This is an optimization exercise on Yosys and OpenROAD, whose aim is small area, a short achievable clock period and few clock cycles per item, not a production implementation. No run shown here included a check of the RTL's function; only the layout flow was run.

`flow/flow/run.sh`:
```
#!/bin/bash
set -euo pipefail
bash standard.sh SETUP_SLACK_MARGIN=6 \
  "BUFFER_PORTS_ARGS=-buffer_cell sky130_fd_sc_hd__buf_1" finish > standard.log 2>&1
```
`flow/standard.sh`:
```
#!/bin/bash
# synth_recipe.tcl (not shown) runs the flow's synth.tcl, then flattens the netlist and writes it again
# the make line also repeats each setting of config.mk as NAME=value (left out here)
make -C /OpenROAD-flow-scripts/flow DESIGN_CONFIG=/design/flow/config.mk WORK_HOME=/design/flow/orfs CLKGATE_MAP_FILE= SYNTH_SCRIPT=/design/flow/synth_recipe.tcl "${@:-finish}"
```
`flow/config.mk`:
```
export PLATFORM = sky130hd
export DESIGN_NAME = ce_aes
export DESIGN_NICKNAME = ce_aes
export VERILOG_FILES = /design/flow/design.v
export SDC_FILE = /design/flow/constraint.sdc
export NUM_CORES = 4
export LEC_CHECK = 0
export CAP_MARGIN = 20
export CORE_MARGIN = 2
export CORE_UTILIZATION = 40
export CTS_CLUSTER_DIAMETER = 80
export CTS_CLUSTER_SIZE = 24
export GPL_ROUTABILITY_DRIVEN = 1
export GPL_TIMING_DRIVEN = 1
export PLACE_DENSITY = 0.6
export SETUP_SLACK_MARGIN = 5
export SLEW_MARGIN = 20
export SYNTH_HIERARCHICAL = 1
export SYNTH_MINIMUM_KEEP_SIZE = 0
```
`flow/constraint.sdc`:
```
create_clock -name core_clock -period 10.0 [get_ports {clk}]
set_input_delay 2.0000 -clock core_clock [delete_from_list [all_inputs] [get_ports {clk}]]
set_output_delay 2.0000 -clock core_clock [all_outputs]
set_load 0.01 [all_outputs]
```
`flow/design.v`:
```
module ce_aes_sbox_a (
    input  wire [7:0]  sbox_in,
    output wire [17:0] mid
);
  wire U0 = sbox_in[7], U1 = sbox_in[6], U2 = sbox_in[5], U3 = sbox_in[4];
  wire U4 = sbox_in[3], U5 = sbox_in[2], U6 = sbox_in[1], U7 = sbox_in[0];
  wire T1;
  ce_aes_gx g_T1 (.a(U0), .b(U3), .y(T1));
  wire T2;
  ce_aes_gx g_T2 (.a(U0), .b(U5), .y(T2));
  wire T3;
  ce_aes_gx g_T3 (.a(U0), .b(U6), .y(T3));
  wire T4;
  ce_aes_gx g_T4 (.a(U3), .b(U5), .y(T4));
  wire T5;
  ce_aes_gx g_T5 (.a(U4), .b(U6), .y(T5));
  wire T6;
  ce_aes_gx g_T6 (.a(T1), .b(T5), .y(T6));
  wire T7;
  ce_aes_gx g_T7 (.a(U1), .b(U2), .y(T7));
  wire T8;
  ce_aes_gx g_T8 (.a(U7), .b(T6), .y(T8));
  wire T9;
  ce_aes_gx g_T9 (.a(U7), .b(T7), .y(T9));
  wire T10;
  ce_aes_gx g_T10 (.a(T6), .b(T7), .y(T10));
  wire T11;
  ce_aes_gx g_T11 (.a(U1), .b(U5), .y(T11));
  wire T12;
  ce_aes_gx g_T12 (.a(U2), .b(U5), .y(T12));
  wire T13;
  ce_aes_gx g_T13 (.a(T3), .b(T4), .y(T13));
  wire T14;
  ce_aes_gx g_T14 (.a(T6), .b(T11), .y(T14));
  wire T15;
  ce_aes_gx g_T15 (.a(T5), .b(T11), .y(T15));
  wire T16;
  ce_aes_gx g_T16 (.a(T5), .b(T12), .y(T16));
  wire T17;
  ce_aes_gx g_T17 (.a(T9), .b(T16), .y(T17));
  wire T18;
  ce_aes_gx g_T18 (.a(U3), .b(U7), .y(T18));
  wire T19;
  ce_aes_gx g_T19 (.a(T7), .b(T18), .y(T19));
  wire T20;
  ce_aes_gx g_T20 (.a(T1), .b(T19), .y(T20));
  wire T21;
  ce_aes_gx g_T21 (.a(U6), .b(U7), .y(T21));
  wire T22;
  ce_aes_gx g_T22 (.a(T7), .b(T21), .y(T22));
  wire T23;
  ce_aes_gx g_T23 (.a(T2), .b(T22), .y(T23));
  wire T24;
  ce_aes_gx g_T24 (.a(T2), .b(T10), .y(T24));
  wire T25;
  ce_aes_gx g_T25 (.a(T20), .b(T17), .y(T25));
  wire T26;
  ce_aes_gx g_T26 (.a(T3), .b(T16), .y(T26));
  wire T27;
  ce_aes_gx g_T27 (.a(T1), .b(T12), .y(T27));
  wire M1;
  ce_aes_gnand g_M1 (.a(T13), .b(T6), .y(M1));
  wire M2;
  ce_aes_gnand g_M2 (.a(T23), .b(T8), .y(M2));
  wire M3;
  ce_aes_gxn g_M3 (.a(T14), .b(M1), .y(M3));
  wire M4;
  ce_aes_gnand g_M4 (.a(T19), .b(U7), .y(M4));
  wire M5;
  ce_aes_gx g_M5 (.a(M4), .b(M1), .y(M5));
  wire M6;
  ce_aes_gnand g_M6 (.a(T3), .b(T16), .y(M6));
  wire M7;
  ce_aes_gnand g_M7 (.a(T22), .b(T9), .y(M7));
  wire M8;
  ce_aes_gxn g_M8 (.a(T26), .b(M6), .y(M8));
  wire M9;
  ce_aes_gnand g_M9 (.a(T20), .b(T17), .y(M9));
  wire M10;
  ce_aes_gx g_M10 (.a(M9), .b(M6), .y(M10));
  wire M11;
  ce_aes_gnand g_M11 (.a(T1), .b(T15), .y(M11));
  wire M12;
  ce_aes_gnand g_M12 (.a(T4), .b(T27), .y(M12));
  wire M13;
  ce_aes_gx g_M13 (.a(M12), .b(M11), .y(M13));
  wire M14;
  ce_aes_gnand g_M14 (.a(T2), .b(T10), .y(M14));
  wire M15;
  ce_aes_gx g_M15 (.a(M14), .b(M11), .y(M15));
  wire M16;
  ce_aes_gxn g_M16 (.a(M3), .b(M2), .y(M16));
  wire M17;
  ce_aes_gx g_M17 (.a(M5), .b(T24), .y(M17));
  wire M18;
  ce_aes_gxn g_M18 (.a(M8), .b(M7), .y(M18));
  wire M19;
  ce_aes_gx g_M19 (.a(M10), .b(M15), .y(M19));
  wire M20;
  ce_aes_gx g_M20 (.a(M16), .b(M13), .y(M20));
  wire M21;
  ce_aes_gx g_M21 (.a(M17), .b(M15), .y(M21));
  wire M22;
  ce_aes_gx g_M22 (.a(M18), .b(M13), .y(M22));
  wire M23;
  ce_aes_gx g_M23 (.a(M19), .b(T25), .y(M23));
  wire M24;
  ce_aes_gxn g_M24 (.a(M22), .b(M23), .y(M24));
  wire M25;
  ce_aes_gnand g_M25 (.a(M22), .b(M20), .y(M25));
  wire M26;
  ce_aes_gx g_M26 (.a(M21), .b(M25), .y(M26));
  wire M27;
  ce_aes_gxn g_M27 (.a(M20), .b(M21), .y(M27));
  wire M28;
  ce_aes_gx g_M28 (.a(M23), .b(M25), .y(M28));
  wire M29;
  ce_aes_gnor g_M29 (.a(M28), .b(M27), .y(M29));
  wire M30;
  ce_aes_gnor g_M30 (.a(M26), .b(M24), .y(M30));
  wire M31;
  ce_aes_gnand g_M31 (.a(M20), .b(M23), .y(M31));
  wire M32;
  ce_aes_gnor g_M32 (.a(M27), .b(M31), .y(M32));
  wire M33;
  ce_aes_gx g_M33 (.a(M27), .b(M25), .y(M33));
  wire M34;
  ce_aes_gnand g_M34 (.a(M21), .b(M22), .y(M34));
  wire M35;
  ce_aes_gnor g_M35 (.a(M24), .b(M34), .y(M35));
  wire M36;
  ce_aes_gx g_M36 (.a(M24), .b(M25), .y(M36));
  wire M37;
  ce_aes_gx g_M37 (.a(M21), .b(M29), .y(M37));
  wire M38;
  ce_aes_gx g_M38 (.a(M32), .b(M33), .y(M38));
  wire M39;
  ce_aes_gx g_M39 (.a(M23), .b(M30), .y(M39));
  wire M40;
  ce_aes_gx g_M40 (.a(M35), .b(M36), .y(M40));
  wire M41;
  ce_aes_gx g_M41 (.a(M38), .b(M40), .y(M41));
  wire M42;
  ce_aes_gx g_M42 (.a(M37), .b(M39), .y(M42));
  wire M43;
  ce_aes_gx g_M43 (.a(M37), .b(M38), .y(M43));
  wire M44;
  ce_aes_gx g_M44 (.a(M39), .b(M40), .y(M44));
  wire M45;
  ce_aes_gx g_M45 (.a(M42), .b(M41), .y(M45));
  ce_aes_gnand g_M46 (.a(M44), .b(T6), .y(mid[17]));
  ce_aes_gnand g_M47 (.a(M40), .b(T8), .y(mid[16]));
  ce_aes_gnand g_M48 (.a(M39), .b(U7), .y(mid[15]));
  ce_aes_gnand g_M49 (.a(M43), .b(T16), .y(mid[14]));
  ce_aes_gnand g_M50 (.a(M38), .b(T9), .y(mid[13]));
  ce_aes_gnand g_M51 (.a(M37), .b(T17), .y(mid[12]));
  ce_aes_gnand g_M52 (.a(M42), .b(T15), .y(mid[11]));
  ce_aes_gnand g_M53 (.a(M45), .b(T27), .y(mid[10]));
  ce_aes_gnand g_M54 (.a(M41), .b(T10), .y(mid[9]));
  ce_aes_gnand g_M55 (.a(M44), .b(T13), .y(mid[8]));
  ce_aes_gnand g_M56 (.a(M40), .b(T23), .y(mid[7]));
  ce_aes_gnand g_M57 (.a(M39), .b(T19), .y(mid[6]));
  ce_aes_gnand g_M58 (.a(M43), .b(T3), .y(mid[5]));
  ce_aes_gnand g_M59 (.a(M38), .b(T22), .y(mid[4]));
  ce_aes_gnand g_M60 (.a(M37), .b(T20), .y(mid[3]));
  ce_aes_gnand g_M61 (.a(M42), .b(T1), .y(mid[2]));
  ce_aes_gnand g_M62 (.a(M45), .b(T4), .y(mid[1]));
  ce_aes_gnand g_M63 (.a(M41), .b(T2), .y(mid[0]));
endmodule
module ce_aes_sbox_b (
    input  wire [17:0] mid,
    output wire [7:0]  sbox_out
);
  wire M46 = mid[17];
  wire M47 = mid[16];
  wire M48 = mid[15];
  wire M49 = mid[14];
  wire M50 = mid[13];
  wire M51 = mid[12];
  wire M52 = mid[11];
  wire M53 = mid[10];
  wire M54 = mid[9];
  wire M55 = mid[8];
  wire M56 = mid[7];
  wire M57 = mid[6];
  wire M58 = mid[5];
  wire M59 = mid[4];
  wire M60 = mid[3];
  wire M61 = mid[2];
  wire M62 = mid[1];
  wire M63 = mid[0];
  wire L0;
  ce_aes_gx g_L0 (.a(M61), .b(M62), .y(L0));
  wire L1;
  ce_aes_gx g_L1 (.a(M50), .b(M56), .y(L1));
  wire L2;
  ce_aes_gx g_L2 (.a(M46), .b(M48), .y(L2));
  wire L3;
  ce_aes_gx g_L3 (.a(M47), .b(M55), .y(L3));
  wire L4;
  ce_aes_gx g_L4 (.a(M54), .b(M58), .y(L4));
  wire L5;
  ce_aes_gx g_L5 (.a(M49), .b(M61), .y(L5));
  wire L6;
  ce_aes_gxn g_L6 (.a(M62), .b(L5), .y(L6));
  wire L7;
  ce_aes_gxn g_L7 (.a(M46), .b(L3), .y(L7));
  wire L8;
  ce_aes_gx g_L8 (.a(M51), .b(M59), .y(L8));
  wire L9;
  ce_aes_gx g_L9 (.a(M52), .b(M53), .y(L9));
  wire L10;
  ce_aes_gxn g_L10 (.a(M53), .b(L4), .y(L10));
  wire L11;
  ce_aes_gxn g_L11 (.a(M60), .b(L2), .y(L11));
  wire L12;
  ce_aes_gx g_L12 (.a(M48), .b(M51), .y(L12));
  wire L13;
  ce_aes_gxn g_L13 (.a(M50), .b(L0), .y(L13));
  wire L14;
  ce_aes_gx g_L14 (.a(M52), .b(M61), .y(L14));
  wire L15;
  ce_aes_gxn g_L15 (.a(M55), .b(L1), .y(L15));
  wire L16;
  ce_aes_gxn g_L16 (.a(M56), .b(L0), .y(L16));
  wire L17;
  ce_aes_gxn g_L17 (.a(M57), .b(L1), .y(L17));
  wire L18;
  ce_aes_gxn g_L18 (.a(M58), .b(L8), .y(L18));
  wire L19;
  ce_aes_gxn g_L19 (.a(M63), .b(L4), .y(L19));
  wire L20;
  ce_aes_gx g_L20 (.a(L0), .b(L1), .y(L20));
  wire L21;
  ce_aes_gx g_L21 (.a(L1), .b(L7), .y(L21));
  wire L22;
  ce_aes_gx g_L22 (.a(L3), .b(L12), .y(L22));
  wire L23;
  ce_aes_gx g_L23 (.a(L18), .b(L2), .y(L23));
  wire L24;
  ce_aes_gx g_L24 (.a(L15), .b(L9), .y(L24));
  wire L25;
  ce_aes_gx g_L25 (.a(L6), .b(L10), .y(L25));
  wire L26;
  ce_aes_gx g_L26 (.a(L7), .b(L9), .y(L26));
  wire L27;
  ce_aes_gx g_L27 (.a(L8), .b(L10), .y(L27));
  wire L28;
  ce_aes_gx g_L28 (.a(L11), .b(L14), .y(L28));
  wire L29;
  ce_aes_gx g_L29 (.a(L11), .b(L17), .y(L29));
  ce_aes_gx g_S0 (.a(L6), .b(L24), .y(sbox_out[7]));
  ce_aes_gxn g_S1 (.a(L16), .b(L26), .y(sbox_out[6]));
  ce_aes_gxn g_S2 (.a(L19), .b(L28), .y(sbox_out[5]));
  ce_aes_gx g_S3 (.a(L6), .b(L21), .y(sbox_out[4]));
  ce_aes_gx g_S4 (.a(L20), .b(L22), .y(sbox_out[3]));
  ce_aes_gx g_S5 (.a(L25), .b(L29), .y(sbox_out[2]));
  ce_aes_gxn g_S6 (.a(L13), .b(L27), .y(sbox_out[1]));
  ce_aes_gxn g_S7 (.a(L6), .b(L23), .y(sbox_out[0]));
endmodule
module ce_aes_gx (input wire a, input wire b, output wire y);
  assign y = a ^ b;
endmodule
module ce_aes_gxn (input wire a, input wire b, output wire y);
  assign y = ~(a ^ b);
endmodule
module ce_aes_gnand (input wire a, input wire b, output wire y);
  assign y = ~(a & b);
endmodule
module ce_aes_gnor (input wire a, input wire b, output wire y);
  assign y = ~(a | b);
endmodule
module ce_aes (
    input  wire         clk,
    input  wire         rst,        
    input  wire         start,
    input  wire         key_256,    
    input  wire [255:0] key,
    input  wire [127:0] din,
    output wire         ready,
    output reg          done,
    output reg  [127:0] dout
);
  reg          bsy1;       
  reg          lst1;       
  reg  [3:0]   rnd1;       
  reg          k2561;
  reg  [127:0] s;          
  reg  [127:0] ka1;        
  reg  [127:0] kb1;        
  reg  [31:0]  gw1;        
  reg          bsy2;
  reg          lst2;
  reg  [3:0]   rnd2;
  reg          k2562;
  reg  [287:0] q;          
  reg  [127:0] ka2;
  reg  [127:0] kb2;
  reg  [71:0]  gq;         
  reg          rdy;
  assign ready = rdy;
  function [7:0] xtime;
    input [7:0] a;
    xtime = {a[6:0], 1'b0} ^ (a[7] ? 8'h1b : 8'h00);
  endfunction
  function [31:0] rotw;
    input [31:0] w;
    rotw = {w[23:0], w[31:24]};
  endfunction
  function [7:0] rcon_f;
    input [3:0] i;
    case (i)
      4'd1:    rcon_f = 8'h01;
      4'd2:    rcon_f = 8'h02;
      4'd3:    rcon_f = 8'h04;
      4'd4:    rcon_f = 8'h08;
      4'd5:    rcon_f = 8'h10;
      4'd6:    rcon_f = 8'h20;
      4'd7:    rcon_f = 8'h40;
      4'd8:    rcon_f = 8'h80;
      4'd9:    rcon_f = 8'h1b;
      4'd10:   rcon_f = 8'h36;
      default: rcon_f = 8'h00;
    endcase
  endfunction
  genvar n;
  wire [287:0] sa;
  generate
    for (n = 0; n < 16; n = n + 1) begin : g_sboxa
      ce_aes_sbox_a u_sa (.sbox_in(s[127-8*n -: 8]), .mid(sa[287-18*n -: 18]));
    end
  endgenerate
  wire [71:0] ga;
  generate
    for (n = 0; n < 4; n = n + 1) begin : g_ksa
      ce_aes_sbox_a u_ka (.sbox_in(gw1[31-8*n -: 8]), .mid(ga[71-18*n -: 18]));
    end
  endgenerate
  wire [127:0] sb;    
  generate
    for (n = 0; n < 16; n = n + 1) begin : g_sboxb
      ce_aes_sbox_b u_sb (.mid(q[287-18*n -: 18]), .sbox_out(sb[127-8*n -: 8]));
    end
  endgenerate
  wire [127:0] sr;
  generate
    for (n = 0; n < 16; n = n + 1) begin : g_shift
      localparam integer R = n % 4;
      localparam integer C = n / 4;
      localparam integer SRC = 4 * ((C + R) % 4) + R;
      assign sr[127-8*n -: 8] = sb[127-8*SRC -: 8];
    end
  endgenerate
  wire [31:0] g2;    
  generate
    for (n = 0; n < 4; n = n + 1) begin : g_ksb
      ce_aes_sbox_b u_kb (.mid(gq[71-18*n -: 18]), .sbox_out(g2[31-8*n -: 8]));
    end
  endgenerate
  wire        use_rot = k2562 ? rnd2[0] : 1'b1;
  wire [3:0]  rc_idx  = k2562 ? ((rnd2 + 4'd1) >> 1) : rnd2;
  wire [7:0]  rc      = use_rot ? rcon_f(rc_idx) : 8'h00;
  wire [31:0] p0 = ka2[127:96] ^ {rc, 24'h000000};
  wire [31:0] p1 = p0 ^ ka2[95:64];
  wire [31:0] p2 = p1 ^ ka2[63:32];
  wire [31:0] p3 = p2 ^ ka2[31:0];
  wire [127:0] kexp = {p0 ^ g2, p1 ^ g2, p2 ^ g2, p3 ^ g2};
  wire [127:0] rk = k2562 ? kb2 : kexp;
  wire next_rot = !k2562 || !rnd2[0];
  wire [127:0] x = sr ^ rk;
  wire [127:0] round_out;
  generate
    for (n = 0; n < 4; n = n + 1) begin : g_mix
      wire [7:0] a0 = sr[127-32*n -: 8];
      wire [7:0] a1 = sr[119-32*n -: 8];
      wire [7:0] a2 = sr[111-32*n -: 8];
      wire [7:0] a3 = sr[103-32*n -: 8];
      wire [7:0] u0 = a0 ^ a1;
      wire [7:0] u1 = a1 ^ a2;
      wire [7:0] u2 = a2 ^ a3;
      wire [7:0] u3 = a3 ^ a0;
      wire [7:0] t  = u0 ^ u2;
      assign round_out[127-32*n -: 32] = x[127-32*n -: 32] ^
          {t ^ xtime(u0), t ^ xtime(u1), t ^ xtime(u2), t ^ xtime(u3)};
    end
  endgenerate
  wire ld  = !bsy2 || lst2;
  wire acc = start && rdy;
  wire       bsy1_n  = ld ? acc : bsy2;
  wire       k2561_n = ld ? key_256 : k2562;
  wire [3:0] rnd1_n  = ld ? 4'd1 : rnd2 + 4'd1;
  wire [3:0] nr_m1   = k2562 ? 4'd13 : 4'd9;
  wire       lst1_n  = !ld && (rnd2 == nr_m1);
  wire       rdy_n   = (!bsy1 || lst1) &&
                       !(bsy1_n && k2561_n && (rnd1_n < 4'd5));
  always @(posedge clk) begin
    if (rst) begin
      bsy1 <= 1'b0;
      bsy2 <= 1'b0;
      lst1 <= 1'b0;
      lst2 <= 1'b0;
      rdy  <= 1'b1;
      done <= 1'b0;
    end else begin
      bsy1 <= bsy1_n;
      lst1 <= lst1_n;
      bsy2 <= bsy1;
      lst2 <= lst1;
      rdy  <= rdy_n;
      done <= bsy2 && lst2;
    end
  end
  always @(posedge clk) begin
    q     <= sa;
    gq    <= ga;
    ka2   <= ka1;
    kb2   <= kb1;
    rnd2  <= rnd1;
    k2562 <= k2561;
    dout  <= x;
    rnd1  <= rnd1_n;
    k2561 <= k2561_n;
    if (ld) begin
      s   <= din ^ key[255:128];
      ka1 <= key[255:128];
      kb1 <= key[127:0];
      gw1 <= rotw(key_256 ? key[31:0] : key[159:128]);
    end else begin
      s   <= round_out;
      ka1 <= rk;       
      kb1 <= kexp;
      gw1 <= next_rot ? rotw(kexp[31:0]) : kexp[31:0];   
    end
  end
endmodule
```
==> results.toml, run 1 <==
[outcome]
outcome = "finished clean"

[setup_path]
critical_path_required_ps = 10590
timing.critical_path.cells = "xor2_1 > xnor2_1 > xor2_1 > xor2_2 > xnor3_1 > xor2_2 > xnor2_2 > mux2i_1 > xnor2_2 > xnor2_1 > o21ai_0"
worst_setup_path_end_kind = "flip-flop"
timing.critical_path.from_type = "flip-flop"
critical_path_fanouts_max = 4
critical_path.max_stage_delay_ps = 640
worst-endpoint-arrival_ps = 4580
cpMaxStageDelayCell = "sky130_fd_sc_hd__xnor3_1"
timing.setup.critical_path_class = "reg -> reg"

[synthesis]
synth_enable_flop_cells = 0
yosys-top-cells-area = "sky130_fd_sc_hd__dfxtp_1 (40%), sky130_fd_sc_hd__xor2_1 (26%), sky130_fd_sc_hd__xnor2_1 (15%)"
synth-main-ff-cell = "sky130_fd_sc_hd__dfxtp_1"
syn_inst = 6147
synth.cell_area_um2 = 58600
seq_area_frac_synth_pct = 40.2
yosysUniqueCellTypes = 69
syn-num-nets = 6537
netlist.top_cell.by_area = "sky130_fd_sc_hd__dfxtp_1"
top_cell_type_s_share_of_synthesized_area_pct = 40.2
synth_warnings = 7
syn_avg_cell_area_um2 = 9.54
yosys_register_bits = 1176
synth-async-reset-ratio_pct = 0

[timing]
max-slew-margin-rel_pct = 18.4
worstMarginPinSlew_ps = 1210
hold_violations = 0
totalNegativeSetupSlack_ps = 0
maxSlewViolCount = 0
fmax_mhz = 250
final.hold.worst_slack_ps = 313
setup_viol = 0
layout_worst_path_cycle_share_pct = 40.0
layout_setup_ws_ps = 6000
skew_ps = 41.6
grt_setup_unrepaired = "true"
timing.final.crit_period_ps = 4000

[cts]
cts_root_cell = "sky130_fd_sc_hd__clkbuf_16"
tritoncts_num_sinks = 1176
largest_buffer_count_on_any_clock_path = 3
cts_tree = "yes"
clock_tree.htree_level_count = 3
tritoncts.num_buffers = 72
clkLatencyLatePin_ps = 710
clkSlewWorstSetupHoldPaths_ps = 90

[global_routing]
global_router_s_overall_resource_usage_pct = 26.1
number_of_antenna_violations_at_the_first_check_in_global_routing = 21
grt_pass1_wl_um = 284000
grt_max_degree = 123
overflow = 0
first_global_vias = 41600

[die]
boundaryPins = 518
floorplan.initialDensity_pct = 40.3
chipWidth_um = 387
die_h_um = 387
placementRows = 140
placeableCoreArea_um2 = 146000
die-area_um2 = 150000

[final_layout]
fillerInstances = 13800
nNetsFinal = 7017
syn_to_final_growth_pct = 15.1
final_design_area_no_fill_um2 = 67500
layout.core_utilization_pct = 46.4
post_layout_nonfiller_instances = 8591
drive_gt1_share_pct = 6.87

[placed_design]
dp_hpwl_um = 167000
port_buffers = 517
dp.cells = 8455
preCtsSetupSlack_ps = 5460
detailed_place.area_um2 = 62600
place_congestion = 0.988

[min_path]
hp-class = "reg -> reg"

[detailed_routing]
detail_route.wirelength_um = 203000
drt_pre_antenna_iters = 6
via_count = 41900
dr.first_iter.drc_count = 3183
route.detailed.wl_per_inst_um = 23.7
remaining_drc_errors = 0
avgViaCountPerCell = 4.88
antenna_left = 0

[flow_run]
max_cap_viol_count = 0
[per-module statistics from Yosys, one instance, submodules excluded, a selection]
module        cell area (µm²)  flops+latches
ce_aes                  39600           1176
ce_aes_gx                8.76              0
ce_aes_gxn               8.76              0
ce_aes_gnor              3.75              0
ce_aes_gnand             3.75              0
[metal layers]
layer	GRT usage (%)	up-vias	routed length, µm
li1	-	20000	-
met3	4.12	319	13300
met5	0	-	96
met1	33.7	20200	86100
met2	42.4	1426	92600
met4	12.9	14	11400
[critical path, delay by kind of cell (launching register included)]
family | cells | cell delay [ps]
AO/OA/AOI/OAI | 1 | 260
XOR/XNOR | 9 | 2980
flip-flops | 1 | 370
multiplexers | 1 | 260
[final cells by class]
cell class                 instances  area [µm²]  area share [%]
clock buffer                      78        1860            2.75
antenna                            5        12.5          0.0185
tap                             1917        2400            3.55
timing repair buffer             569        2360            3.50
sequential                      1176       23600            35.0
multi-input combinational       4802       36700            54.4
inverter                           6        27.5          0.0408
clock inverter                    38         533           0.790
[cells in the mapped netlist (8+ instances only)]
cell type	n
sky130_fd_sc_hd__a211oi_1	12
sky130_fd_sc_hd__xnor3_1	41
sky130_fd_sc_hd__dfxtp_1	1176
sky130_fd_sc_hd__xor2_1	1768
sky130_fd_sc_hd__buf_2	18
sky130_fd_sc_hd__nor2_1	178
sky130_fd_sc_hd__a21o_1	10
sky130_fd_sc_hd__xnor2_1	986
sky130_fd_sc_hd__buf_1	16
sky130_fd_sc_hd__nand2_1	1140
sky130_fd_sc_hd__o21ai_0	361
sky130_fd_sc_hd__o21a_1	10
sky130_fd_sc_hd__mux2_2	9
sky130_fd_sc_hd__nor3_1	16
sky130_fd_sc_hd__nand3_1	13
sky130_fd_sc_hd__clkbuf_1	127
sky130_fd_sc_hd__a21oi_1	76
sky130_fd_sc_hd__mux2i_1	76
sky130_fd_sc_hd__nand2b_1	8
[path summary, 6_finish.rpt]
kind,startpoint,endpoint,slack (ps),depth (start not counted)
min reg2reg,kb1[15],kb2[15],310,0
max,gq[31],s[10],6000,11
max reg2reg,gq[31],s[10],6000,11
min,kb1[15],kb2[15],310,0
[state kept, by name, summed over array words and instances, names as in the netlist]
signal / count
ka1: 128
done: 1
rdy: 1
bsy2: 1
s: 128
gq: 72
k2562: 1
dout: 128
q: 288
k2561: 1
kb1: 128
lst2: 1
kb2: 128
rnd2: 4
lst1: 1
gw1: 32
bsy1: 1
ka2: 128
rnd1: 4
[repair_timing]
item	in CTS	in global routing
endpoints found under the setup margin	76	126
gates resized for setup	87	240
hold buffers	0	0
setup buffers	0	15
pin swaps	0	28
[kinds of logic (layout without fill, tap and decap cells)]
| family | after synthesis | in the layout | share of synthesized area (%) |
|---|---|---|---|
| AOI/OAI and AO/OA | 510 | 510 | 4.70 |
| buffers and inverters | 169 | 691 | 1.14 |
| other | 0 | 5 | 0 |
| muxes | 89 | 89 | 1.61 |
| DFF | 1176 | 1176 | 40.2 |
| and+or+nand+nor | 1398 | 1398 | 9.35 |
| adders and majority gates | 2 | 2 | 0.0427 |
| xor gates and xnor gates | 2803 | 2803 | 43.0 |
[cells in the final DEF, fill, tap and decap left out, drive strengths merged, types with 13 or more instances in the layout]
master | netlist | layout
xor2 | 1769 | 1769
dfxtp | 1176 | 1176
nand2 | 1140 | 1140
xnor2 | 988 | 988
buf | 36 | 568
o21ai | 365 | 365
nor2 | 179 | 179
mux2i | 80 | 80
clkbuf | 127 | 79
a21oi | 76 | 76
xnor3 | 41 | 41
inv | 6 | 28
nor3 | 16 | 16
nand3 | 13 | 13
clkinv | 0 | 13
==> inputs of run 2 (changes only) <==
--- a/flow/config.mk
+++ b/flow/config.mk
@@ -7,12 +7,12 @@
 export LEC_CHECK = 0
 export CAP_MARGIN = 20
 export CORE_MARGIN = 2
-export CORE_UTILIZATION = 40
+export CORE_UTILIZATION = 50
 export CTS_CLUSTER_DIAMETER = 80
 export CTS_CLUSTER_SIZE = 24
 export GPL_ROUTABILITY_DRIVEN = 1
 export GPL_TIMING_DRIVEN = 1
-export PLACE_DENSITY = 0.6
+export PLACE_DENSITY = 0.75
 export SETUP_SLACK_MARGIN = 5
 export SLEW_MARGIN = 20
 export SYNTH_HIERARCHICAL = 1
==> run 2 against run 1 <==
Against the previous run:
- clock skew decreased by 11 ps
- routed wire length decreased by 5.4%
- synthesized area unchanged
- hold slack improved by 0.84 ps
- non-clock buffer count decreased by 2
- cell area decreased by 0.89%
==> results.toml, run 2 <==
[synthesis]
top_cell_type_s_share_of_synthesized_area_pct = 40.2
yosys-top-cells-area = "sky130_fd_sc_hd__dfxtp_1 (40%), sky130_fd_sc_hd__xor2_1 (26%), sky130_fd_sc_hd__xnor2_1 (15%)"
synth-async-reset-ratio_pct = 0
synth.cell_area_um2 = 58600
netlist.top_cell.by_area = "sky130_fd_sc_hd__dfxtp_1"
yosysUniqueCellTypes = 69
seq_area_frac_synth_pct = 40.2
most_frequent_cell_after_synthesis = "sky130_fd_sc_hd__xor2_1"
synth_warnings = 7
yosys_register_bits = 1176
synth_enable_flop_cells = 0
syn_avg_cell_area_um2 = 9.54
netlist_top_cells_count = "sky130_fd_sc_hd__xor2_1 (1,768), sky130_fd_sc_hd__dfxtp_1 (1,176), sky130_fd_sc_hd__nand2_1 (1,140)"
syn_inst = 6147
synth-main-ff-cell = "sky130_fd_sc_hd__dfxtp_1"
syn-num-nets = 6537

[setup_path]
setup.reg_to_reg.worst_slack_ps = 6060
timing.rr.start = "gq[8]"
critical_path_required_ps = 10500
worst_r2r_dst = "s[36]"
worst-endpoint-arrival_ps = 4450
timing.critical_path.from_type = "flip-flop"
timing.setup.critical_path_class = "reg -> reg"
worst_setup_path_end_kind = "flip-flop"
critical_path_fanouts_max = 4
r2r.worst_path.cells = 10

[final_layout]
flip_flop_count_of_the_largest_register_after_layout = 288
syn_to_final_growth_pct = 14.1
final_design_area_no_fill_um2 = 66900
layout.area.seq_um2 = 23600
drive_gt1_share_pct = 6.80
layout.core_utilization_pct = 57.5
fillerInstances = 10100
registers.top_by_ff_count = "q"
multiInputGateArea_um2 = 36900
most_common_cell_after_layout_fill_and_taps_aside = "sky130_fd_sc_hd__xor2_1"
final_cell_mix = "sky130_fd_sc_hd__xor2_1 (1,546), sky130_fd_sc_hd__nand2_1 (1,140), sky130_fd_sc_hd__dfxtp_1 (1,138)"
nNetsFinal = 7009
post_layout_nonfiller_instances = 8181

[global_routing]
number_of_antenna_violations_at_the_first_check_in_global_routing = 25
overflow = 0
grt_max_degree = 228
grt_pass1_wl_um = 271000
global_router_s_overall_resource_usage_pct = 30.7
first_global_vias = 41700

[timing]
final.hold.worst_slack_ps = 313
grt_setup_unrepaired = "false"
fmax_mhz = 254
setup_viol = 0
layout_worst_path_cycle_share_pct = 39.4
worstMarginPinSlew_ps = 1270
hold_violations = 0
layout_setup_ws_ps = 6060
totalNegativeSetupSlack_ps = 0
skew_ps = 30.5
max-slew-margin-rel_pct = 15.0
timing.final.crit_period_ps = 3940
maxSlewViolCount = 0

[detailed_routing]
via_count = 42900
route.detailed.wl_per_inst_um = 23.5
remaining_drc_errors = 0
detail_route.wirelength_um = 193000
drt_pre_antenna_iters = 8
avgViaCountPerCell = 5.24
antenna_left = 0
dr.first_iter.drc_count = 4208

[min_path]
hp-class = "reg -> reg"
min_to = "ka2[43]"
worst_hold_startpoint = "ka1[43]"
timing.hold.worst_path_depth = 0

[die]
chipWidth_um = 346
die_h_um = 346
die-area_um2 = 120000
floorplan.initialDensity_pct = 50.5
placementRows = 125
boundaryPins = 518
placeableCoreArea_um2 = 116000

[cts]
clkSlewWorstSetupHoldPaths_ps = 100
cts_root_cell = "sky130_fd_sc_hd__clkbuf_16"
tritoncts.num_buffers = 66
cts_tree = "yes"
clkLatencyLatePin_ps = 680
cts_hold_buf = 0
clock_tree.htree_level_count = 3
largest_buffer_count_on_any_clock_path = 3
tritoncts_num_sinks = 1176

[placed_design]
preCtsSetupSlack_ps = 5660
dp_hpwl_um = 155000
port_buffers = 517
detailed_place.area_um2 = 62100
place_congestion = 1.00
dp.cells = 8055

[flow_run]
max_cap_viol_count = 0

[outcome]
outcome = "finished clean"
==> run 2: what timing repair did <==
action,CTS,global route
gates resized for setup,67,276
setup endpoints to repair,69,136
buffers inserted,0,20
pin swaps,0,25
==> run 2: cells by family after synthesis <==
kind of cell               share of synthesized area (%)
AOI/OAI and AO/OA                                   4.70
xor gates and xnor gates                            43.0
adders and majority gates                         0.0427
DFF                                                 40.2
buffers and inverters                               1.14
muxes                                               1.61
and+or+nand+nor                                     9.35
==> run 2: per-module statistics from Yosys, one instance, submodules excluded, excerpt <==
| module | cell area, µm² | times used | flops+latches | cells inside |
|---|---|---|---|---|
| ce_aes_gnor | 3.75 | 80 | 0 | 1 |
| ce_aes_gxn | 8.76 | 400 | 0 | 1 |
| ce_aes | 39600 | 1 | 1176 | 3587 |
| ce_aes_gnand | 3.75 | 600 | 0 | 1 |
| ce_aes_gx | 8.76 | 1480 | 0 | 1 |
==> run 2: area by class of cell <==
class,count,area share (%)
flip-flops and latches,1176,35.3
clock buffers,73,2.60
multi-input cells,4802,55.1
clock inverters,23,0.511
well taps,1524,2.85
repair buffers,567,3.53
diodes,10,0.0374
inverters,6,0.0374
==> run 2: critical path: stages, from the launching register on <==
cell and delay [ps]:
sky130_fd_sc_hd__dfxtp_1 370, sky130_fd_sc_hd__xor2_1 240, sky130_fd_sc_hd__xnor2_1 210, sky130_fd_sc_hd__xor2_1 230, sky130_fd_sc_hd__xor2_1 440, sky130_fd_sc_hd__xnor3_1 780, sky130_fd_sc_hd__xnor2_1 590, sky130_fd_sc_hd__mux2i_1 230
sky130_fd_sc_hd__xnor2_1 210, sky130_fd_sc_hd__xnor2_1 290, sky130_fd_sc_hd__o21ai_0 160
==> run 2: how the worst max path moves through the flow <==
stage          startpoint  slack, ps      to
2_1_floorplan     gw1[15]       6440  gq[19]
3_3_place_gp       gq[35]       5670   s[13]
6_report            gq[8]       6060   s[36]
3_5_place_dp        s[44]       5660   q[91]
5_1_grt             s[60]       5880  q[136]
4_1_cts             s[65]       6000  q[145]
==> run 2: layer usage <==
layer / global-route usage (%) / vias to the layer above / wire length [µm]
li1: - / 20000 / -
met1: 40.1 / 20500 / 78000
met3: 5.04 / 458 / 15200
met4: 18.2 / 22 / 13000
met5: 0 / - / 143
met2: 47.8 / 1929 / 86200
==> inputs of run 3 (changes only) <==
--- a/flow/design.v
+++ b/flow/design.v
@@ -364,24 +364,50 @@
   wire [31:0] p1 = p0 ^ ka2[95:64];
   wire [31:0] p2 = p1 ^ ka2[63:32];
   wire [31:0] p3 = p2 ^ ka2[31:0];
-  wire [127:0] kexp = {p0 ^ g2, p1 ^ g2, p2 ^ g2, p3 ^ g2};
+  wire [127:0] pw = {p0, p1, p2, p3};
+  wire [127:0] kexp;
+  generate
+    for (n = 0; n < 128; n = n + 1) begin : g_kexp
+      ce_aes_gx u_x (.a(pw[n]), .b(g2[n % 32]), .y(kexp[n]));
+    end
+  endgenerate
   wire [127:0] rk = k2562 ? kb2 : kexp;
   wire next_rot = !k2562 || !rnd2[0];
-  wire [127:0] x = sr ^ rk;
+  wire [127:0] x;
+  generate
+    for (n = 0; n < 128; n = n + 1) begin : g_ark
+      ce_aes_gx u_x (.a(sr[n]), .b(rk[n]), .y(x[n]));
+    end
+  endgenerate
   wire [127:0] round_out;
   generate
     for (n = 0; n < 4; n = n + 1) begin : g_mix
-      wire [7:0] a0 = sr[127-32*n -: 8];
-      wire [7:0] a1 = sr[119-32*n -: 8];
-      wire [7:0] a2 = sr[111-32*n -: 8];
-      wire [7:0] a3 = sr[103-32*n -: 8];
-      wire [7:0] u0 = a0 ^ a1;
-      wire [7:0] u1 = a1 ^ a2;
-      wire [7:0] u2 = a2 ^ a3;
-      wire [7:0] u3 = a3 ^ a0;
-      wire [7:0] t  = u0 ^ u2;
-      assign round_out[127-32*n -: 32] = x[127-32*n -: 32] ^
-          {t ^ xtime(u0), t ^ xtime(u1), t ^ xtime(u2), t ^ xtime(u3)};
+      wire [31:0] a = sr[127-32*n -: 32];
+      wire [31:0] u;       
+      wire [7:0]  t;       
+      wire [31:0] xt;      
+      wire [31:0] m;       
+      genvar i, b;
+      for (i = 0; i < 4; i = i + 1) begin : g_byte
+        for (b = 0; b < 8; b = b + 1) begin : g_bit
+          ce_aes_gx u_u (.a(a[31-8*i-7+b]), .b(a[31-8*((i+1)%4)-7+b]), .y(u[31-8*i-7+b]));
+          ce_aes_gx u_m (.a(t[b]), .b(xt[31-8*i-7+b]), .y(m[31-8*i-7+b]));
+          ce_aes_gx u_o (.a(x[127-32*n-8*i-7+b]), .b(m[31-8*i-7+b]),
+                         .y(round_out[127-32*n-8*i-7+b]));
+        end
+        wire [7:0] ub = u[31-8*i -: 8];
+        assign xt[31-8*i-7+0] = ub[7];
+        ce_aes_gx u_x1 (.a(ub[0]), .b(ub[7]), .y(xt[31-8*i-7+1]));
+        assign xt[31-8*i-7+2] = ub[1];
+        ce_aes_gx u_x3 (.a(ub[2]), .b(ub[7]), .y(xt[31-8*i-7+3]));
+        ce_aes_gx u_x4 (.a(ub[3]), .b(ub[7]), .y(xt[31-8*i-7+4]));
+        assign xt[31-8*i-7+5] = ub[4];
+        assign xt[31-8*i-7+6] = ub[5];
+        assign xt[31-8*i-7+7] = ub[6];
+      end
+      for (b = 0; b < 8; b = b + 1) begin : g_t
+        ce_aes_gx u_t (.a(u[31-7+b]), .b(u[15-7+b]), .y(t[b]));
+      end
     end
   endgenerate
   wire ld  = !bsy2 || lst2;
==> run 3 against run 2 <==
Against the previous run:
- die area is 0.21% lower
- still clean
- routed wire length is 2.4% lower
- critical path type unchanged
==> results.toml, run 3 <==
[setup_path]
worst-endpoint-arrival_ps = 4400
timing.critical_path.cells = "xor2_1 > xnor2_1 > xor2_1 > xor2_1 > xor2_1 > mux2_2 > xor2_1 > xor2_1 > nand2_1 > o21ai_0"
timing.setup.critical_path_class = "reg -> reg"
crit_family = "XOR/XNOR gates"
worst-path-buf-inv = 0
critical_path.max_stage_delay_ps = 780
cpMaxStageDelayCell = "sky130_fd_sc_hd__xor2_1"
worst_setup_path_end_kind = "flip-flop"
crit_path_frequent_cell = "sky130_fd_sc_hd__xor2_1"
critical_path_fanouts_max = 4
timing.critical_path.from_type = "flip-flop"
critical_path_required_ps = 10370

[final_layout]
multiInputGateArea_um2 = 36400
layout.area.seq_um2 = 23600
drive_gt1_share_pct = 7.20
flip_flop_count_of_the_largest_register_after_layout = 288
fillerInstances = 10200
registers.top_by_ff_count = "q"
most_common_cell_after_layout_fill_and_taps_aside = "sky130_fd_sc_hd__xor2_1"
nNetsFinal = 7069
final_cell_mix = "sky130_fd_sc_hd__xor2_1 (2,093), sky130_fd_sc_hd__nand2_1 (1,503), sky130_fd_sc_hd__dfxtp_1 (1,162)"
syn_to_final_growth_pct = 13.0

[synthesis]
syn_inst = 6185
syn-num-nets = 6575
combinational_family_with_the_most_area_after_synthesis = "XOR/XNOR gates"
yosys-top-cells-area = "sky130_fd_sc_hd__dfxtp_1 (40%), sky130_fd_sc_hd__xor2_1 (34%), sky130_fd_sc_hd__nand2_1 (9.6%)"
synth.cell_area_um2 = 58500
synth_simple_gate_area_share_pct = 10.8
synth_enable_flop_cells = 0
yosys.area_share.xor_xnor_pct = 42.9
netlist_top_cells_count = "sky130_fd_sc_hd__xor2_1 (2,288), sky130_fd_sc_hd__nand2_1 (1,503), sky130_fd_sc_hd__dfxtp_1 (1,176)"
netlist.top_cell.by_area = "sky130_fd_sc_hd__dfxtp_1"
yosys_register_bits = 1176
seq_area_frac_synth_pct = 40.2
most_frequent_cell_after_synthesis = "sky130_fd_sc_hd__xor2_1"
top_cell_type_s_share_of_synthesized_area_pct = 40.2
synth-async-reset-ratio_pct = 0
synthAdderAreaFrac_pct = 0.0428
synth-main-ff-cell = "sky130_fd_sc_hd__dfxtp_1"
syn_avg_cell_area_um2 = 9.46
yosysUniqueCellTypes = 40
synth_compound_gate_area_share_pct = 2.06
synth_warnings = 7
synth.area.mux_share_pct = 3.03

[detailed_routing]
dr.first_iter.drc_count = 3944
route.detailed.wl_per_inst_um = 22.8
detail_route.wirelength_um = 188000
via_count = 41800
avgViaCountPerCell = 5.08
remaining_drc_errors = 0
drt_pre_antenna_iters = 6
antenna_left = 0

[die]
die-area_um2 = 120000
placementRows = 125
die_h_um = 346
boundaryPins = 518
placeableCoreArea_um2 = 116000
floorplan.initialDensity_pct = 50.4
chipWidth_um = 346

[global_routing]
number_of_antenna_violations_at_the_first_check_in_global_routing = 16
first_global_vias = 41000
overflow = 0
global_router_s_overall_resource_usage_pct = 29.9
grt_pass1_wl_um = 264000
grt_max_degree = 156

[cts]
tritoncts_num_sinks = 1176
clkSlewWorstSetupHoldPaths_ps = 100
cts_hold_buf = 0
clkLatencyLatePin_ps = 710
cts_root_cell = "sky130_fd_sc_hd__clkbuf_16"
clock_tree.htree_level_count = 2
tritoncts.num_buffers = 60
largest_buffer_count_on_any_clock_path = 3
cts_tree = "yes"

[timing]
fmax_mhz = 248
hold_violations = 0
maxSlewViolCount = 0
totalNegativeSetupSlack_ps = 0
skew_ps = 25.4
max-slew-margin-rel_pct = 6.20
layout_worst_path_cycle_share_pct = 40.3
grt_setup_unrepaired = "true"
setup_viol = 0
worstMarginPinSlew_ps = 1390
timing.final.crit_period_ps = 4030

[placed_design]
place_congestion = 1.02
port_buffers = 517
dp_hpwl_um = 152000

[outcome]
outcome = "finished clean"

[flow_run]
max_cap_viol_count = 0

[min_path]
hp-class = "reg -> reg"
## run 3: changes by cell type after synthesis, sizes merged, moves of 27 or more
cell,change
a21oi,-40
and3,+31
clkbuf,-27
mux2,+120
mux2i,-48
nand2,+363
nor2,-91
o21ai,-234
xnor2,-434
xnor3,-34
xor2,+520
## run 3: cell type report
type                       instances  area share (%)
inverter                          11          0.0624
sequential                      1176            35.6
antenna                           10          0.0378
timing repair buffer             561            3.50
clock buffer                      70            2.42
tap                             1524            2.88
multi-input combinational       4869            55.1
clock inverter                    19           0.363
## run 3: kinds of logic (layout without fill, tap and decap cells)
family | count (synthesis) | in the layout
muxes | 161 | 161
buffers and inverters | 140 | 661
adders and majority gates | 2 | 2
AOI/OAI and AO/OA | 209 | 209
xor gates and xnor gates | 2850 | 2850
other | 0 | 10
and+or+nand+nor | 1647 | 1647
DFF | 1176 | 1176
## run 3: worst register-to-register path, cell delays in order, from the launching register on
cell and delay (ps):
sky130_fd_sc_hd__dfxtp_1 370, sky130_fd_sc_hd__xor2_1 240, sky130_fd_sc_hd__xnor2_1 210, sky130_fd_sc_hd__xor2_1 200
sky130_fd_sc_hd__xor2_1 780, sky130_fd_sc_hd__xor2_1 590, sky130_fd_sc_hd__mux2_2 310, sky130_fd_sc_hd__xor2_1 300
sky130_fd_sc_hd__xor2_1 110, sky130_fd_sc_hd__nand2_1 70, sky130_fd_sc_hd__o21ai_0 500
## run 3: final timing paths
check             endpoint     start  cells after the start  slack (ps)
setup / recovery    s[108]    gq[26]                     10        5970
hold / removal    kb2[107]  kb1[107]                      0         320
setup reg to reg    s[108]    gq[26]                     10        5970
hold reg to reg   kb2[107]  kb1[107]                      0         320
## run 3: per-module statistics from Yosys (local to each module, per instance), a selection
module	flops+latches	cells	times used	cell area, µm²
ce_aes	1176	2905	1	33200
ce_aes_gnand	0	1	600	3.75
ce_aes_gnor	0	1	80	3.75
ce_aes_gx	0	1	2200	8.76
ce_aes_gxn	0	1	400	8.76
## run 3: layer usage
| metal | track usage [%] | wire [µm] | vias up |
|---|---|---|---|
| met5 | 0 | 50 | - |
| met4 | 13.4 | 9140 | 8 |
| met3 | 4.26 | 12700 | 351 |
| met2 | 48.6 | 86800 | 1634 |
| met1 | 39.4 | 79200 | 20000 |
| li1 | - | - | 19900 |
## run 3: stage by stage
stage | hold WS (ps) | worst slack (ps) | cell area, µm² | util (%) | instances
2_1_floorplan | 310 | 6440 | 58500 | - | 6185
6_report | 323 | 5970 | 66100 | 57.0 | 8240
5_1_grt | 326 | 5910 | 66100 | 57.0 | 8235
3_3_place_gp | 309 | 5690 | 62100 | 53.5 | 8127
3_5_place_dp | 312 | 5640 | 62200 | 53.6 | 8127
4_1_cts | 321 | 6000 | 64300 | 55.4 | 8216
## run 3: what timing repair did
action,CTS,global route
buffers inserted,0,14
pin swaps,0,29
endpoints found under the setup margin,47,146
resized for setup,35,222
==> inputs of run 4 (changes only) <==
==> flow/flow/run.sh (replaced) <==
#!/bin/bash
set -euo pipefail
bash standard.sh SETUP_SLACK_MARGIN=6.5 \
  "BUFFER_PORTS_ARGS=-buffer_cell sky130_fd_sc_hd__buf_1" finish > standard.log 2>&1
==> run 4 against run 3 <==
Against the previous run:
- still clean
- maximum frequency grew 9.6%
- sequential share of layout area down 4.0 points
- count of clock-buffer cells in the layout stayed put
- first-iteration DRC count up 7.7%
- hold slack got worse by 12 ps
- non-clock buffer count grew 375
- via count grew 6.7%
- utilization rose by 8.0 points
- clock skew increased by 12 ps
- synthesized area did not move
- critical path type unchanged
==> results.toml, run 4 <==
[outcome]
outcome = "finished clean"

[setup_path]
timing.setup.critical_path_class = "reg -> reg"
worst_r2r_dst = "q[235]"
timing.rr.start = "s[109]"
cpMaxStageDelayCell = "sky130_fd_sc_hd__dfxtp_2"
crit_family = "XOR/XNOR gates"
critical_path_required_ps = 10600
cp-endpoint = "q[235]"
timing.critical_path.cells = "xor2_4 > xor2_2 > xor2_2 > nand2_1 > xor2_2 > xor2_2 > xor2_2 > buf_4 > xor2_1 > nor2_1 > xor2_2 > xor2_2 > xor2_1 > nand2_1"
worst_setup_path_end_kind = "flip-flop"
setup.reg_to_reg.worst_slack_ps = 6320
origin_of_the_worst_setup_path = "s[109]"
crit_path_frequent_cell = "sky130_fd_sc_hd__xor2_2"
timing.critical_path.from_type = "flip-flop"
critical_path_fanouts_max = 4
worst-path-buf-inv = 1
cp_num_cells = 14
r2r.worst_path.cells = 14
worst-endpoint-arrival_ps = 4280
critical_path.max_stage_delay_ps = 450

[synthesis]
yosys-top-cells-area = "sky130_fd_sc_hd__dfxtp_1 (40%), sky130_fd_sc_hd__xor2_1 (34%), sky130_fd_sc_hd__nand2_1 (9.6%)"
yosys_register_bits = 1176
synth.cell_area_um2 = 58500
netlist.top_cell.by_area = "sky130_fd_sc_hd__dfxtp_1"
synth_warnings = 7
netlist_top_cells_count = "sky130_fd_sc_hd__xor2_1 (2,288), sky130_fd_sc_hd__nand2_1 (1,503), sky130_fd_sc_hd__dfxtp_1 (1,176)"
syn_avg_cell_area_um2 = 9.46
syn-num-nets = 6575
synth-main-ff-cell = "sky130_fd_sc_hd__dfxtp_1"
synth-async-reset-ratio_pct = 0
most_frequent_cell_after_synthesis = "sky130_fd_sc_hd__xor2_1"
yosysUniqueCellTypes = 40
top_cell_type_s_share_of_synthesized_area_pct = 40.2
synth_enable_flop_cells = 0
syn_inst = 6185
seq_area_frac_synth_pct = 40.2

[final_layout]
final_cell_mix = "sky130_fd_sc_hd__xor2_1 (1,599), sky130_fd_sc_hd__nand2_1 (1,476), sky130_fd_sc_hd__dfxtp_1 (1,021)"
final_design_area_no_fill_um2 = 75400
layout.area.seq_um2 = 23800
fillerInstances = 8779
drive_gt1_share_pct = 23.1
multiInputGateArea_um2 = 42200
layout.core_utilization_pct = 64.9
flip_flop_count_of_the_largest_register_after_layout = 288
syn_to_final_growth_pct = 28.8
nNetsFinal = 7445
most_common_cell_after_layout_fill_and_taps_aside = "sky130_fd_sc_hd__xor2_1"
registers.top_by_ff_count = "q"
post_layout_nonfiller_instances = 8610

[cts]
tritoncts_num_sinks = 1176
clkLatencyLatePin_ps = 730
clock_tree.htree_level_count = 2
cts_root_cell = "sky130_fd_sc_hd__clkbuf_16"
cts_tree = "yes"
cts_hold_buf = 0
tritoncts.num_buffers = 61
clkSlewWorstSetupHoldPaths_ps = 100
largest_buffer_count_on_any_clock_path = 3

[global_routing]
groute.layer.met2.usage_pct = 50.6
grt_pass1_wl_um = 278000
overflow = 0
gr-max-usage-layer = "met2"
first_global_vias = 42700
grt_use_met1_pct = 41.5
grt_max_degree = 198
number_of_antenna_violations_at_the_first_check_in_global_routing = 11
grtUsageMet3_pct = 4.55
global_router_s_overall_resource_usage_pct = 31.6

[placed_design]
port_buffers = 517
dp.cells = 8126
detailed_place.area_um2 = 62400
place_congestion = 1.02
preCtsSetupSlack_ps = 5700
dp_hpwl_um = 155000

[timing]
skew_ps = 37.4
fmax_mhz = 272
timing.final.crit_period_ps = 3680
worstMarginPinSlew_ps = 1130
layout_worst_path_cycle_share_pct = 36.8
maxSlewViolCount = 0
grt_setup_unrepaired = "true"
totalNegativeSetupSlack_ps = 0
max-slew-margin-rel_pct = 23.6
setup_viol = 0
layout_setup_ws_ps = 6320
hold_violations = 0

[flow_run]
max_cap_viol_count = 0

[detailed_routing]
drt_pre_antenna_iters = 5
via_count = 44600
route.detailed.wl_per_inst_um = 24.1
avgViaCountPerCell = 5.18
antenna_left = 0
remaining_drc_errors = 0
detail_route.wirelength_um = 208000
dr.first_iter.drc_count = 4246

[die]
boundaryPins = 518
floorplan.initialDensity_pct = 50.4
die_h_um = 346
placeableCoreArea_um2 = 116000
placementRows = 125
die-area_um2 = 120000
chipWidth_um = 346

[min_path]
hp-class = "reg -> reg"
run 4: cell counts after synthesis:
Identical to the previous run, type by type.
run 4: worst min path at each step:
stage	slack (ps)	to	cells after the start	startpoint
after floorplan	310	k2562	0	k2561
after global placement	310	kb2[27]	0	kb1[27]
after detailed placement	310	ka2[117]	0	ka1[117]
after CTS	310	ka2[113]	0	ka1[113]
after global routing	320	ka2[5]	0	ka1[5]
final	310	ka2[113]	0	ka1[113]
run 4: cells by family after synthesis:
logic type / after synthesis / share of synthesized area, %
buffers and inverters: 140 / 0.958
flip-flops: 1176 / 40.2
AO/OA/AOI/OAI: 209 / 2.06
adder cells (fa/ha/maj): 2 / 0.0428
multiplexers: 161 / 3.03
AND/OR/NAND/NOR: 1647 / 10.8
XOR/XNOR: 2850 / 42.9
run 4: per-module statistics from Yosys, one instance, submodules excluded, excerpt:
module	flip-flops and latches	cells	cell area, µm²
ce_aes	1176	2905	33200
ce_aes_gx	0	1	8.76
ce_aes_gnor	0	1	3.75
ce_aes_gxn	0	1	8.76
ce_aes_gnand	0	1	3.75
run 4: final cells by class:
cell class | count | area share [%]
multi-input combinational | 4869 | 56.1
sequential | 1176 | 31.6
timing repair buffer | 936 | 7.19
tap | 1524 | 2.53
clock buffer | 70 | 2.17
clock inverter | 18 | 0.345
inverter | 11 | 0.0548
antenna | 6 | 0.0199
run 4: repair_timing:
item,in CTS,in global routing
endpoints found under the setup margin,323,288
gates cloned,0,1
buffers inserted,98,291
gates resized for setup,567,594
pin swaps,115,291
run 4: routing by layer:
metal / vias up / share of wire, %
li1: 20200 / -
met2: 2009 / 46
met5: - / 0.015
met4: 4 / 6.1
met3: 466 / 7.3
met1: 21900 / 40
run 4: per-stage QoR:
step / hold WS, ps
after floorplan: 310
after global routing: 320
after CTS: 308
after global placement: 310
after detailed placement: 312
final: 311
==> inputs of run 5 (changes only) <==
==> flow/flow/run.sh (replaced) <==
#!/bin/bash
set -euo pipefail
bash standard.sh SETUP_SLACK_MARGIN=5.8 \
  "BUFFER_PORTS_ARGS=-buffer_cell sky130_fd_sc_hd__buf_1" finish > standard.log 2>&1
==> run 5 against run 4 <==
Against the previous run:
- clock skew decreased by 11 ps
- non-clock buffer count shrank 389
- global-route usage decreased by 1.8 points
- flip-flop and latch count did not move
- register-to-register slack got worse by 430 ps
- final cell count down 4.5%
- critical path type unchanged
- critical endpoint unchanged
==> results.toml, run 5 <==
[final_layout]
flip_flop_count_of_the_largest_register_after_layout = 288
final_cell_mix = "sky130_fd_sc_hd__xor2_1 (2,192), sky130_fd_sc_hd__nand2_1 (1,503), sky130_fd_sc_hd__dfxtp_1 (1,174)"
registers.top_by_ff_count = "q"
layout.core_utilization_pct = 55.8
post_layout_nonfiller_instances = 8225
syn_to_final_growth_pct = 10.7
most_common_cell_after_layout_fill_and_taps_aside = "sky130_fd_sc_hd__xor2_1"
drive_gt1_share_pct = 5.32
nNetsFinal = 7055

[setup_path]
timing.rr.start = "s[105]"
critical_path.max_stage_delay_ps = 470
timing.critical_path.from_type = "flip-flop"
r2r.worst_path.cells = 13
critical_path_required_ps = 10590
worst_setup_path_end_kind = "flip-flop"
worst-endpoint-arrival_ps = 4700
crit_path_frequent_cell = "sky130_fd_sc_hd__xor2_1"
timing.setup.critical_path_class = "reg -> reg"
timing.critical_path.cells = "xor2_2 > xor2_2 > xor2_1 > nand2_1 > xor2_1 > xor2_1 > xor2_2 > xnor2_1 > xor2_1 > xor2_2 > xor2_1 > xor2_1 > nand2_1"
cpMaxStageDelayCell = "sky130_fd_sc_hd__dfxtp_1"
critical_path_fanouts_max = 5
origin_of_the_worst_setup_path = "s[105]"

[timing]
totalNegativeSetupSlack_ps = 0
grt_setup_unrepaired = "false"
max-slew-margin-rel_pct = 11.3
worstMarginPinSlew_ps = 1320
layout_worst_path_cycle_share_pct = 41.1
setup_viol = 0
hold_violations = 0
fmax_mhz = 243
maxSlewViolCount = 0
final.hold.worst_slack_ps = 322
timing.final.crit_period_ps = 4110
skew_ps = 25.9

[synthesis]
yosys-top-cells-area = "sky130_fd_sc_hd__dfxtp_1 (40%), sky130_fd_sc_hd__xor2_1 (34%), sky130_fd_sc_hd__nand2_1 (9.6%)"
netlist.top_cell.by_area = "sky130_fd_sc_hd__dfxtp_1"
synth_enable_flop_cells = 0
synth.cell_area_um2 = 58500
syn_inst = 6185
syn-num-nets = 6575
syn_avg_cell_area_um2 = 9.46
synth-async-reset-ratio_pct = 0
netlist_top_cells_count = "sky130_fd_sc_hd__xor2_1 (2,288), sky130_fd_sc_hd__nand2_1 (1,503), sky130_fd_sc_hd__dfxtp_1 (1,176)"
yosys_register_bits = 1176
synth_warnings = 7
top_cell_type_s_share_of_synthesized_area_pct = 40.2
synth-main-ff-cell = "sky130_fd_sc_hd__dfxtp_1"
most_frequent_cell_after_synthesis = "sky130_fd_sc_hd__xor2_1"
yosysUniqueCellTypes = 40
seq_area_frac_synth_pct = 40.2

[placed_design]
dp.cells = 8127
dp_hpwl_um = 152000
place_congestion = 1.02
port_buffers = 517

[die]
die_h_um = 346
die-area_um2 = 120000
boundaryPins = 518
placementRows = 125
chipWidth_um = 346
placeableCoreArea_um2 = 116000
floorplan.initialDensity_pct = 50.4

[min_path]
worst_hold_startpoint = "kb1[107]"
hp-class = "reg -> reg"
timing.hold.worst_path_depth = 0

[global_routing]
overflow = 0
number_of_antenna_violations_at_the_first_check_in_global_routing = 16
global_router_s_overall_resource_usage_pct = 29.8
first_global_vias = 40900
grt_max_degree = 156
grt_pass1_wl_um = 264000

[cts]
tritoncts_num_sinks = 1176
cts_root_cell = "sky130_fd_sc_hd__clkbuf_16"
clock_tree.htree_level_count = 2
largest_buffer_count_on_any_clock_path = 3
clkLatencyLatePin_ps = 710
cts_tree = "yes"
clkSlewWorstSetupHoldPaths_ps = 100
tritoncts.num_buffers = 60
post-cts-setup-buffer-count = 0

[detailed_routing]
route.detailed.wl_per_inst_um = 22.6
dr.first_iter.drc_count = 4076
remaining_drc_errors = 0
drt_pre_antenna_iters = 8
avgViaCountPerCell = 5.06
via_count = 41600
detail_route.wirelength_um = 186000
antenna_left = 0

[outcome]
outcome = "finished clean"

[flow_run]
max_cap_viol_count = 0
run 5: cells by family after synthesis:
| group | Yosys count | share of synthesized area (%) |
|---|---|---|
| xor+xnor | 2850 | 42.9 |
| buf+inv | 140 | 0.958 |
| fa+ha+maj | 2 | 0.0428 |
| simple gates | 1647 | 10.8 |
| flops | 1176 | 40.2 |
| compound gates | 209 | 2.06 |
| mux | 161 | 3.03 |
run 5: worst paths after layout:
| path | endpoint | slack [ps] |
|---|---|---|
| worst max register to register | q[235] | 5890 |
| worst min register to register | kb2[107] | 320 |
| worst min-delay path | kb2[107] | 320 |
| worst max-delay path | q[235] | 5890 |
run 5: final cells by class:
cell class	instances	area, µm²
Clock buffer	70	1600
Antenna cell	9	22.5
Inverter	11	41.3
Multi-Input combinational cell	4869	35200
Clock inverter	19	240
Fill cell	10400	51300
Tap cell	1524	1910
Sequential cell	1176	23600
Timing Repair Buffer	547	2210
run 5: critical path: cells and delay by family, from the launching register on:
kind             cells  cell delay (ps)
AND/OR/NAND/NOR      2              220
flip-flops           1              470
XOR/XNOR            11             3300
run 5: what timing repair did:
action,4_1_cts,5_1_grt
gates resized for setup,2,100
hold buffers,0,0
endpoints found under the setup margin,2,92
run 5: per-layer routing:
metal	up-vias	global-route usage, %	part of all wire [%]
li1	19900	-	-
met1	19800	39.3	43
met2	1543	48.5	46
met3	343	4.21	6.7
met4	6	13.4	4.8
met5	-	0	0.021
run 5: stage by stage:
stage	area [µm²]	setup WS (ps)
2_1_floorplan	58500	6440
3_3_place_gp	62100	5690
3_5_place_dp	62200	5640
4_1_cts	64000	5810
5_1_grt	64800	5740
6_report	64800	5890
run 5: Yosys stat by module, one instance, submodules excluded, excerpt:
module | cells | area (µm²) | copies in the design
ce_aes | 2905 | 33200 | 1
ce_aes_gx | 1 | 8.76 | 2200
ce_aes_gxn | 1 | 8.76 | 400
ce_aes_gnand | 1 | 3.75 | 600
ce_aes_gnor | 1 | 3.75 | 80

-- afterwards: timing with drivers on the ports --
The results above use ideal ports. As a check the final layouts listed here were re-extracted and re-timed, cells and wires unchanged.
Step 1 (the two cells are an assumption about what drives the block):
set clk [get_ports {clk}]
set_driving_cell -lib_cell sky130_fd_sc_hd__clkbuf_16 $clk
set_driving_cell -lib_cell sky130_fd_sc_hd__buf_2 [delete_from_list [all_inputs] $clk]
Step 2 also shifts input and output timing later by t, the mid clock arrival at the registers, as if the neighbouring blocks saw the same clock.
a / b / c = ideal ports / drivers / drivers and shift; a / b = the first two.
| run | t, ns | setup WS [ns] | hold WS [ns] | worst setup path after step 2 | clock arrival spread, ns |
|---|---|---|---|---|---|
| run 1 | 0.778 | 6.002 / 6.002 / 6.002 | 0.313 / 0.313 / 0.313 | register to register | 0.043 / 0.043 |
| run 2 | 0.744 | 6.057 / 6.057 / 6.057 | 0.313 / 0.313 / 0.313 | register to register | 0.035 / 0.035 |
| run 3 | 0.778 | 5.968 / 5.968 / 5.968 | 0.323 / 0.323 / 0.323 | register to register | 0.027 / 0.027 |
| run 4 | 0.786 | 6.321 / 6.321 / 6.155 | 0.311 / 0.311 / 0.311 | input to register | 0.037 / 0.037 |
| run 5 | 0.776 | 5.887 / 5.887 / 5.887 | 0.322 / 0.322 / 0.322 | register to register | 0.027 / 0.028 |
After both steps setup and hold are still met in every run listed. For run 4, which loses most, drivers alone change the setup slack by 0.000 ns; drivers and shift together by -0.166 ns.
